Context: an optimization exercise on an open-source flow, tuned for small area, a short achievable clock period and few clock cycles per item. The choices shown serve that exercise and are no tape-out recipe.
In this exercise RTL edits were held to simulation tests only and were not proved equivalent to the original.

==> flow/design.v (excerpt) <==
module loop_law (
    input  wire        clk,
    input  wire        rst,
    input  wire        start,
    output wire        ready,
    output reg         done,
    input  wire [31:0] r,
    input  wire [31:0] y,
    input  wire [63:0] ff,
    input  wire        scanner,
    input  wire        reverse,
    input  wire        d_on_error,
    input  wire        preset,
    input  wire [6:0]  gain_table,
    input  wire [31:0] e_norm,
    input  wire [15:0] dfilt,
    input  wire [15:0] aw,
    input  wire [31:0] umin,
    input  wire [31:0] umax,
    input  wire [31:0] imin,
    input  wire [31:0] imax,
    input  wire [31:0] slew,
    input  wire [63:0] i_in,
    input  wire [63:0] yf_in,
    input  wire [32:0] e_prev,
    input  wire [31:0] u_prev,
    output wire        tbl_rd,
    output wire [11:0] tbl_addr,
    input  wire [15:0] tbl_en,
    input  wire [31:0] tbl_kp,
    input  wire [31:0] tbl_ki,
    input  wire [31:0] tbl_kd,
    output reg  [31:0] u_out,
    output wire [63:0] i_out,
    output reg  [63:0] yf_out,
    output wire [32:0] e_out
);
    reg        busy;
    reg [17:1] st;           
    wire       acc = start & ~busy;
    assign ready = ~busy;
    wire c1_ = st[1];
    wire c2_ = st[2];
    wire c3_ = st[3];
    wire c4_ = st[4];
    wire c5_ = st[5];
    wire c6_ = st[6];
    wire c7_ = st[7];
    wire c8_ = st[8];
    wire c9_ = st[9];
    wire c10_ = st[10];
    wire b1 = st[11];
    wire b2 = st[12];
    wire b3 = st[13];
    wire b4 = st[14];
    wire b5 = st[15];
    wire b6 = st[16];
    wire b7 = st[17];
    wire [32:0] dpos, dneg;
    wire        dpos_c, dneg_c;
    bk_add #(33) u_dpos (.a({r[31], r}), .b(~{y[31], y}), .ci(1'b1), .s(dpos), .co(dpos_c));
  ...
Size in the first run: ~540 flip-flops, about 880 I/O pins, roughly 0.13 mm² of cells after synthesis.
==> flow/config.mk <==
export PLATFORM = sky130hd
export DESIGN_NAME = loop_law
export DESIGN_NICKNAME = loop_law
export VERILOG_FILES = /design/flow/design.v
export SDC_FILE = /design/flow/constraint.sdc
export NUM_CORES = 4
export LEC_CHECK = 0
export ABC_AREA = 1
export CAP_MARGIN = 40
export CORE_MARGIN = 2
export CORE_UTILIZATION = 50
export SLEW_MARGIN = 30
==> flow/constraint.sdc <==
create_clock -name core_clock -period 30.0 [get_ports {clk}]
set_input_delay 6.0000 -clock core_clock [delete_from_list [all_inputs] [get_ports {clk}]]
set_output_delay 6.0000 -clock core_clock [all_outputs]
set_load 0.01 [all_outputs]
standard.sh (not shown) runs the stock make flow with config.mk's settings and CLKGATE_MAP_FILE= SYNTH_SCRIPT=/design/flow/synth_recipe.tcl, a recipe that flattens the netlist after the stock synthesis.
==> flow/flow/run.sh <==
#!/bin/bash
# Layout: the standard flow (standard.sh), unchanged except that the buffer
# it puts on every input and output port is a plain buf_2 cell instead of the
# default delay buffer. The flow's full output goes to standard.log.
set -euo pipefail
cd "$(dirname "${BASH_SOURCE[0]}")/.."
export BUFFER_PORTS_ARGS="-buffer_cell sky130_fd_sc_hd__buf_2"
bash standard.sh finish > standard.log 2>&1
Testbench counts at the start, summed over its fixed seeds: cycles 47,936, items 3,200.
==> next run, changes <==
--- a/flow/design.v
+++ b/flow/design.v
@@ -116,40 +116,46 @@
     bk_add #(16) u_fda (.a(d0),      .b(~db),     .ci(1'b1), .s(da), .co(da_c));
     bk_add #(16) u_fna (.a(nb),      .b(~db),     .ci(1'b1), .s(na), .co(na_c));
     wire [15:0] f_num = kl ? na : nb;
     wire [15:0] f_den = kl ? da : db;
     wire [17:0] f_den3;
     wire        f_den3_c;
     bk_add #(18) u_fden3 (.a({2'b00, f_den}), .b({1'b0, f_den, 1'b0}), .ci(1'b0), .s(f_den3), .co(f_den3_c));
     wire [4:0]  idx_hi = t31 ? 5'd31 : idx + 5'd1;
-    reg  [4:0]  rd_pt;
+    reg  [4:0]  rd_m, rd_v;
     reg         rd;
     always @(*) begin
-        rd    = 1'b0;
-        rd_pt = 5'd0;
+        rd   = 1'b1;
+        rd_m = 5'b00000;
+        rd_v = 5'd0;
         if (!busy) begin
-            rd    = start;
-            rd_pt = 5'd16;
-        end else begin
-            rd = 1'b1;
-            if (c1_)       rd_pt = 5'd8;
-            else if (c2_)  rd_pt = 5'd24;
-            else if (c3_)  rd_pt = 5'd31;
-            else if (c4_)  rd_pt = {k1 | ge31_a, k2 | ge31_a, 1'b1, ge31_a, ge31_a};
-            else if (c5_)  rd_pt = {pb[1:0], kl_a, 2'b10};
-            else if (c6_)  rd_pt = {pb[2:0], kl_a, 1'b1};
-            else if (c7_)  rd_pt = {pb[3:0], kl_a};
-            else if (c10_ | b2) rd_pt = idx;
-            else if (c8_ | b1 | b3) rd_pt = idx_hi;
-            else rd = 1'b0;
-        end
+            rd   = start;
+            rd_v = 5'd16;
+        end else if (c1_) rd_v = 5'd8;
+        else if (c2_) rd_v = 5'd24;
+        else if (c3_) rd_v = 5'd31;
+        else if (c4_) begin
+            rd_m = 5'b11011;
+            rd_v = {k1, k2, 3'b100};
+        end else if (c5_) begin
+            rd_m = 5'b00100;
+            rd_v = {pb[1:0], 3'b010};
+        end else if (c6_) begin
+            rd_m = 5'b00010;
+            rd_v = {pb[2:0], 2'b01};
+        end else if (c7_) begin
+            rd_m = 5'b00001;
+            rd_v = {pb[3:0], 1'b0};
+        end else if (c10_ | b2) rd_v = idx;
+        else if (c8_ | b1 | b3) rd_v = idx_hi;
+        else rd = 1'b0;
     end
     assign tbl_rd   = rd;
-    assign tbl_addr = {gain_table, rd_pt};
+    assign tbl_addr = {gain_table, ({5{kl_a}} & rd_m) | rd_v};
     wire [31:0] k_hi = b4 ? tbl_ki : b2 ? tbl_kp : tbl_kd;
     wire [32:0] dk_next;
     wire        dk_c;
     bk_add #(33) u_dk (.a({k_hi[31], k_hi}), .b(~{klo[31], klo[31:0]}), .ci(1'b1), .s(dk_next), .co(dk_c));
     reg  [31:0] ka;          
     reg  [63:0] acc_r;       
     reg  [63:0] xr;          
     wire        interp = (b1 | b3 | b5) & ~t31;
@@ -214,17 +220,18 @@
     wire        dd_yf_c;
     bk_add #(49) u_ddy (.a(49'd0), .b(~d_sh[48:0]), .ci(1'b1), .s(dd_yf), .co(dd_yf_c));
     wire [63:0] dd_x    = d_on_error ? {{30{dd_err[33]}}, dd_err} : {{15{dd_yf[48]}}, dd_yf};
     wire [63:0] imin64  = {{16{dv_r[31]}}, dv_r, 16'd0};
     wire [63:0] imax64  = {{16{dv_d3[31]}}, dv_d3[31:0], 16'd0};
     wire [63:0] u0_64   = {{16{dv_d[31]}}, dv_d, 16'd0};
     wire [63:0] pre, ra, rb;
     wire        pre_c, ra_c, rb_c;
-    bk_add #(64) u_pre (.a(u0_64), .b(~acc_r), .ci(1'b1), .s(pre), .co(pre_c));
+    assign pre = u0_64 - acc_r;          
+    assign pre_c = 1'b0;
     bk_add #(64) u_ra  (.a(acc_r), .b(imin64), .ci(1'b0), .s(ra), .co(ra_c));
     bk_add #(64) u_rb  (.a(acc_r), .b(imax64), .ci(1'b0), .s(rb), .co(rb_c));
     wire        pre_lo, pre_hi;
     clamp_cmp #(32) u_cpre (.v(pre), .lo(dv_r), .hi(dv_d3[31:0]), .below(pre_lo), .above(pre_hi));
     reg         pst_r;
     wire [63:0] i0_next = pst_r ? (pre_lo ? imin64 : (pre_hi ? imax64 : pre)) : i_in;
     wire [63:0] u_raw   = pst_r ? (pre_lo ? ra : (pre_hi ? rb : u0_64)) : acc_r;
     wire [33:0] lo_b    = {dv_b[1:0], ka};
Sequential cell count is unchanged.
Utilization hardly moves.
Via count climbs by 3.6%.
Die area climbs by about 1.1%.
Wire length climbs by 3.1%.
Final cell count climbs by about 2.6%.
Synthesized cell count climbs by about 3%.
Clock-buffer cell count drops by 6.
Final area climbs by about 1.1%.
Area after synthesis climbs by 1.1%.
Worst setup slack loses 1.0 ns.
Testbench counts after the change, summed over its fixed seeds: cycles 47,936, items 3,200.

[separate check: timing with driven ports]
Ports are ideal in the flow. The routed layouts listed here were re-timed in OpenROAD.
Step 1 (the two cells are an assumption about what drives the block):
set clk [get_ports {clk}]
set_driving_cell -lib_cell sky130_fd_sc_hd__clkbuf_16 $clk
set_driving_cell -lib_cell sky130_fd_sc_hd__buf_2 [delete_from_list [all_inputs] $clk]
Step 2 moves the port delays by t, midway between the first and last clock arrival at a register: inputs arrive t later, outputs are due t later. That takes back most of the time a late clock gives input paths.
Three values: no drivers, after step 1, after step 2; two values: the first two.
| run | t, ns | setup WS [ns] | worst setup path at the end | latest minus earliest clock arrival (ns) | cell pins on the clock port's net |
|---|---|---|---|---|---|
| the first run | 0.889 | 15.347 / 15.271 / 15.271 | input to output | 0.078 / 0.078 | 1 |
| the second run | 0.883 | 14.298 / 14.298 / 14.298 | register to register | 0.116 / 0.115 | 1 |
After both steps setup and hold are still met in every run listed. The setup slack of the first run, which loses most, moves by -0.076 ns with the drivers and by -0.076 ns with both steps.
